Background: an optimization exercise with open tools, aiming at small area, a short achievable clock period and few clock cycles per item. Do not read the settings as production practice. RTL that was checked went through simulation tests only; none was proved equivalent to the original.

// aes_core
module aes_core (
    input  wire         clk,
    input  wire         rst,          
    input  wire         key_load,     
    input  wire         key_len256,   
    input  wire [255:0] key_in,
    input  wire         start,        
    input  wire         decrypt,      
    input  wire [127:0] din,
    output wire         ready,
    output reg          done,         
    output wire [127:0] dout
);
Size in the first run: roughly 11000 cells after synthesis, roughly 520 I/O pins, roughly 0.11 mm^2 of cells after synthesis.
Settings: LEC_CHECK=0, CAP_MARGIN=30, CORE_MARGIN=2, CORE_UTILIZATION=50, SLEW_MARGIN=30; clock period 12.0 ns.
standard.sh (not shown) runs the stock make flow with config.mk's settings and CLKGATE_MAP_FILE= SYNTH_SCRIPT=/design/flow/synth_recipe.tcl, a recipe that flattens the netlist after the stock synthesis.
==> flow/flow/run.sh <==
#!/bin/bash
# Layout flow: the standard flow (standard synthesis, floorplan, placement,
# CTS, routing) unchanged, except that timing repair aims for a setup slack of
# SETUP_SLACK_MARGIN ns (from flow/margin) instead of 0 against the 12 ns clock,
# so that the tools size and buffer the design for a shorter period.
set -euo pipefail
MARGIN=$(cat flow/margin)
echo "setup margin $MARGIN" > run.log
bash standard.sh SETUP_SLACK_MARGIN="$MARGIN" finish > standard.log 2>&1
echo "done" >> run.log
==> flow/flow/margin <==
8
The starting point completed without violations.
Testbench counts at the start, summed over its fixed seeds: cycles 10,301, blocks 768.
==> next run, changes <==
--- a/flow/design.v
+++ b/flow/design.v
@@ -380,53 +380,55 @@
     reg  [255:0] k0;           
     reg  [255:0] klast;        
     reg          kl_valid;     
     reg          cur_k256;     
     reg          sreg;         
     reg          preg;         
     reg          dreg;
     reg  [127:0] din_r;
     reg          ready_r;
     reg  [127:0] dout_r;
     reg          v0, d0, k2560, x0, p0, c0;
+    reg  [3:0]   dc0;
+    reg          kd1280;
     reg  [3:0]   r0;
     reg  [127:0] s0;
     reg  [255:0] w0;
     reg          v1, d1, k2561, x1, p1, c1, l1;
     reg          kdec1, krot1, dnl1;
     reg  [3:0]   r1;
     reg  [7:0]   rcon1;
     reg  [16*SW-1:0] m1;
     reg  [255:0] w1;
     reg  [KW*4-1:0]  km1;
     assign dout  = dout_r;
     assign ready = ready_r;
     wire [127:0] sh;           
     wire [16*SW-1:0] m_a;
     genvar gi;
     generate
         for (gi = 0; gi < 16; gi = gi + 1) begin : g_a
             localparam integer R  = gi % 4;
             localparam integer C  = gi / 4;
             localparam integer FW = 4 * ((C + R) % 4) + R;       
             localparam integer BW = 4 * ((C + 4 - R) % 4) + R;   
-            assign sh[127 - 8*gi -: 8] = d0 ? s0[127 - 8*BW -: 8] : s0[127 - 8*FW -: 8];
+            assign sh[127 - 8*gi -: 8] = dc0[C] ? s0[127 - 8*BW -: 8] : s0[127 - 8*FW -: 8];
             aes_sbox_ed_a u_sa (
                 .a   (sh[127 - 8*gi -: 8]),
-                .dec (d0),
+                .dec (dc0[C]),
                 .m   (m_a[SW*gi +: SW])
             );
         end
     endgenerate
     wire        kdec_a = d0 && !x0;                  
-    wire [31:0] ks_in  = w0[31:0] ^ ((kdec_a && !k2560) ? w0[63:32] : 32'h0);
+    wire [31:0] ks_in  = w0[31:0] ^ (kd1280 ? w0[63:32] : 32'h0);
     wire [KW*4-1:0] km_a;
     generate
         for (gi = 0; gi < 4; gi = gi + 1) begin : g_ka
             aes_sbox_f_a u_ka (
                 .a (ks_in[31 - 8*gi -: 8]),
                 .m (km_a[KW*gi +: KW])
             );
         end
     endgenerate
     wire [3:0] r_next = r0 + 4'd1;
     wire       l_next = (r_next == (k2560 ? 4'd14 : 4'd10));
@@ -545,22 +547,24 @@
         kdec1 <= kdec_a;
         krot1 <= krot_a;
         rcon1 <= rcon_of(rci);
         dnl1  <= d0 && !l_next;
         m1    <= m_a;
         km1   <= km_a;
         w1    <= w0;
         dout_r <= y;
         done   <= res && !rst;
         v0     <= v0n;
         d0     <= d0n;
+        dc0    <= {d0n & v0n, d0n | !v0n, d0n ^ !v0n, d0n};
+        kd1280 <= d0n && !x0n && !k0n;
         k2560  <= k0n;
         x0     <= x0n;
         p0     <= p0n;
         c0     <= c0n;
         r0     <= r0n;
         if (sreg) begin
             s0 <= din_r ^ wnew[255:128];
             w0 <= wnew;
         end else if (preg) begin
             s0 <= y;
             w0 <= k0;
What happened: Final area is lower by 5.3%. Utilization shrinks by 3.0 points. Critical path depth increases by 4. Worst setup slack got worse by 3.3 ps. Via count decreases by 1.8%. Die area went down by 0.73%. Maximum frequency stays flat. Synthesized cell count grows by 0.77%. Non-clock buffer count drops by 406. Register-to-register slack is about the same.
Only the layout flow was run in the second run of this note; the RTL was not checked for function there.

* * *

Another version of the RTL of aes_core (not shown whole).
For scale: ~1800 flip-flops.
clock: 12.0 ns
lec_check: 0
cap_margin: 30
core_margin: 2
core_utilization: 30
slew_margin: 30
Scripts as last shown in full above: flow/flow/run.sh, flow/flow/margin
Change:
--- a/flow/design.v
+++ b/flow/design.v
@@ -558,14 +558,15 @@
         p0     <= p0n;
         c0     <= c0n;
         r0     <= r0n;
         if (sreg) begin
             s0 <= din_r ^ wnew[255:128];
             w0 <= wnew;
         end else if (preg) begin
+            s0 <= y;
             w0 <= k0;
         end else if (expdone) begin
             s0 <= klast[127:0] ^ rk;
             w0 <= kl_new;
         end else begin
             s0 <= y;
             w0 <= wn;
=> Non-clock buffer count climbs by 41; wire length drops by 1.5%; worst setup slack is better by 0.051 ns; design area drops by 1.1%; critical path depth drops by 6; clock skew drops by 0.066 ns; via count drops by 1.8%; die area drops by 3.4%; area after synthesis drops by 3.4%; cell count drops by 1.2%.
Testbench counts after the change, summed over its fixed seeds: cycles 10,301, blocks 768.
Function not checked in the first run of this note: the RTL went through the layout flow alone.

* * *

== alpha ==
Another version of the RTL of aes_core (not shown whole).
Size: about 11000 cells after synthesis, ~1800 flip-flops, ~520 I/O pins, roughly 110000 um2 of cells after synthesis.
clock: 12.0 ns
lec_check: 0
cap_margin: 30
core_margin: 2
core_utilization: 50
slew_margin: 30
Scripts as last shown in full above: flow/flow/run.sh, flow/flow/margin
Testbench counts of alpha, summed over its fixed seeds: cycles 10,301, blocks 768.
### alpha -> beta
--- a/flow/design.v
+++ b/flow/design.v
@@ -492,13 +492,13 @@
     wire park     = sreg && dreg && !kl_valid;   
     wire acc_k    = key_load && ready_r && !rst;
     wire acc_s    = start && ready_r && !rst;
     wire clr_cap  = acc_k || park;
     wire capture  = res && !d1 && c1 && !clr_cap;
     wire [255:0] kl_new = {w1[127:0], w1[255:128]};
-    wire [255:0] wnew = (dreg && kl_valid) ? klast : k0;
+    wire [255:0] wnew = (dreg && kl_valid) ? klast : k0;    
     reg          v0n, d0n, k0n, x0n, p0n, c0n;
     reg  [3:0]   r0n;
     always @(*) begin
         if (sreg) begin
             v0n = 1'b1; d0n = dreg; k0n = cur_k256; x0n = park; p0n = 1'b0;
             c0n = !dreg && !kl_valid && !acc_k; r0n = 4'd0;
@@ -526,13 +526,13 @@
     wire prep_n      = pregn || (v0n && p0n);
     wire order_n     = v1n && !l_next && (k2560 != k256n);
     always @(posedge clk) begin
         sreg    <= sregn;
         sregc   <= {(start && ready_r) || rst, start && ready_r, (start && ready_r && !key_load) || rst};
         preg    <= pregn;
-        dreg    <= decrypt;
+        dreg    <= decrypt && start && ready_r;
         din_r   <= din;
         ready_r <= slotfree_n && !pend_n && !park_n && !prep_n && !order_n;
         if (acc_k) begin
             k0       <= key_len256 ? key_in : {key_in[255:128], key_in[255:128]};
             cur_k256 <= key_len256;
         end else if (prepdone) begin
@@ -568,28 +568,22 @@
         if (sregc[2])
             s0 <= din_r ^ wnew[255:128];
         else if (expdone)
             s0 <= klast[127:0] ^ rk;
         else
             s0 <= y;
-        if (sregc[1])
+        if (sregc[1] || preg)
             w0[255:128] <= wnew[255:128];
-        else if (preg)
-            w0[255:128] <= k0[255:128];
-        else if (expdone)
-            w0[255:128] <= kl_new[255:128];
         else
-            w0[255:128] <= wn[255:128];
-        if (sregc[0])
+            w0[255:128] <= w1[127:0];
+        if (sregc[0] || preg)
             w0[127:0] <= wnew[127:0];
-        else if (preg)
-            w0[127:0] <= k0[127:0];
         else if (expdone)
-            w0[127:0] <= kl_new[127:0];
+            w0[127:0] <= w1[255:128];
         else
-            w0[127:0] <= wn[127:0];
+            w0[127:0] <= kn;
         if (park) begin
             klast[127:0] <= din_r;
         end else if (capture || expdone) begin
             klast <= kl_new;
         end
     end
--- outcome ---
In beta, global-route usage over all layers is lower than in alpha. [beta] fraction of final layout cells with drive strength greater than 1 rose 0.24 points relative to alpha. Xor-xnor portion of the synthesized cell area delta for beta relative to alpha: 0.91 points higher. alpha and beta ended up with nearly the same combined flip-flop and latch cell area. Changes observed in beta relative to alpha: post-synthesis compound-gate area fraction fell 1.8 points; total of clock buffers placed in the layout saw a decrease; number of global-route vias before repair fell by 6445. Signed area change from the synthesized netlist to the final layout, alpha and beta, lower one = alpha. Design area improves in beta relative to alpha. Taking alpha over beta, the first-pass GRT wire length ratio works out to 1.09.
Testbench counts of beta, summed over its fixed seeds: cycles 10,301, blocks 768.

[re-timing with driven ports]
Ports are ideal in the flow. The routed layouts listed here were re-timed in OpenROAD.
Step 1: set_driving_cell puts a clkbuf_16 on clk and a buf_2 on each other input, an assumption about the parent block.
Step 2 adds t to the input delays and takes it off the output delays; t is the mean of the earliest and latest rising clock arrival at the registers after step 1. Input paths then give back, and output paths get back, about the clock's delay inside the block.
Three values: ideal ports, drivers, drivers and shift; two values: the first two.
run | shift t [ns] | setup slack, ns | slew at the worst register clock pin (ns)
the first run of note 1 | 0.968 | 7.636 / 7.636 / 7.141 | 0.08 / 0.08
the second run of note 1 | 0.978 | 7.633 / 7.633 / 7.091 | 0.08 / 0.08
the first run of note 2 | 1.042 | 7.534 / 7.534 / 7.018 | 0.07 / 0.07
the second run of note 2 | 0.989 | 7.585 / 7.585 / 7.076 | 0.08 / 0.08
alpha | 0.982 | 7.923 / 7.920 / 7.043 | 0.07 / 0.07
beta | 0.962 | 7.803 / 7.803 / 7.148 | 0.08 / 0.08
After both steps every run listed still meets setup and hold. The setup slack of alpha, which loses most, moves by -0.003 ns with the drivers and by -0.880 ns with both steps.
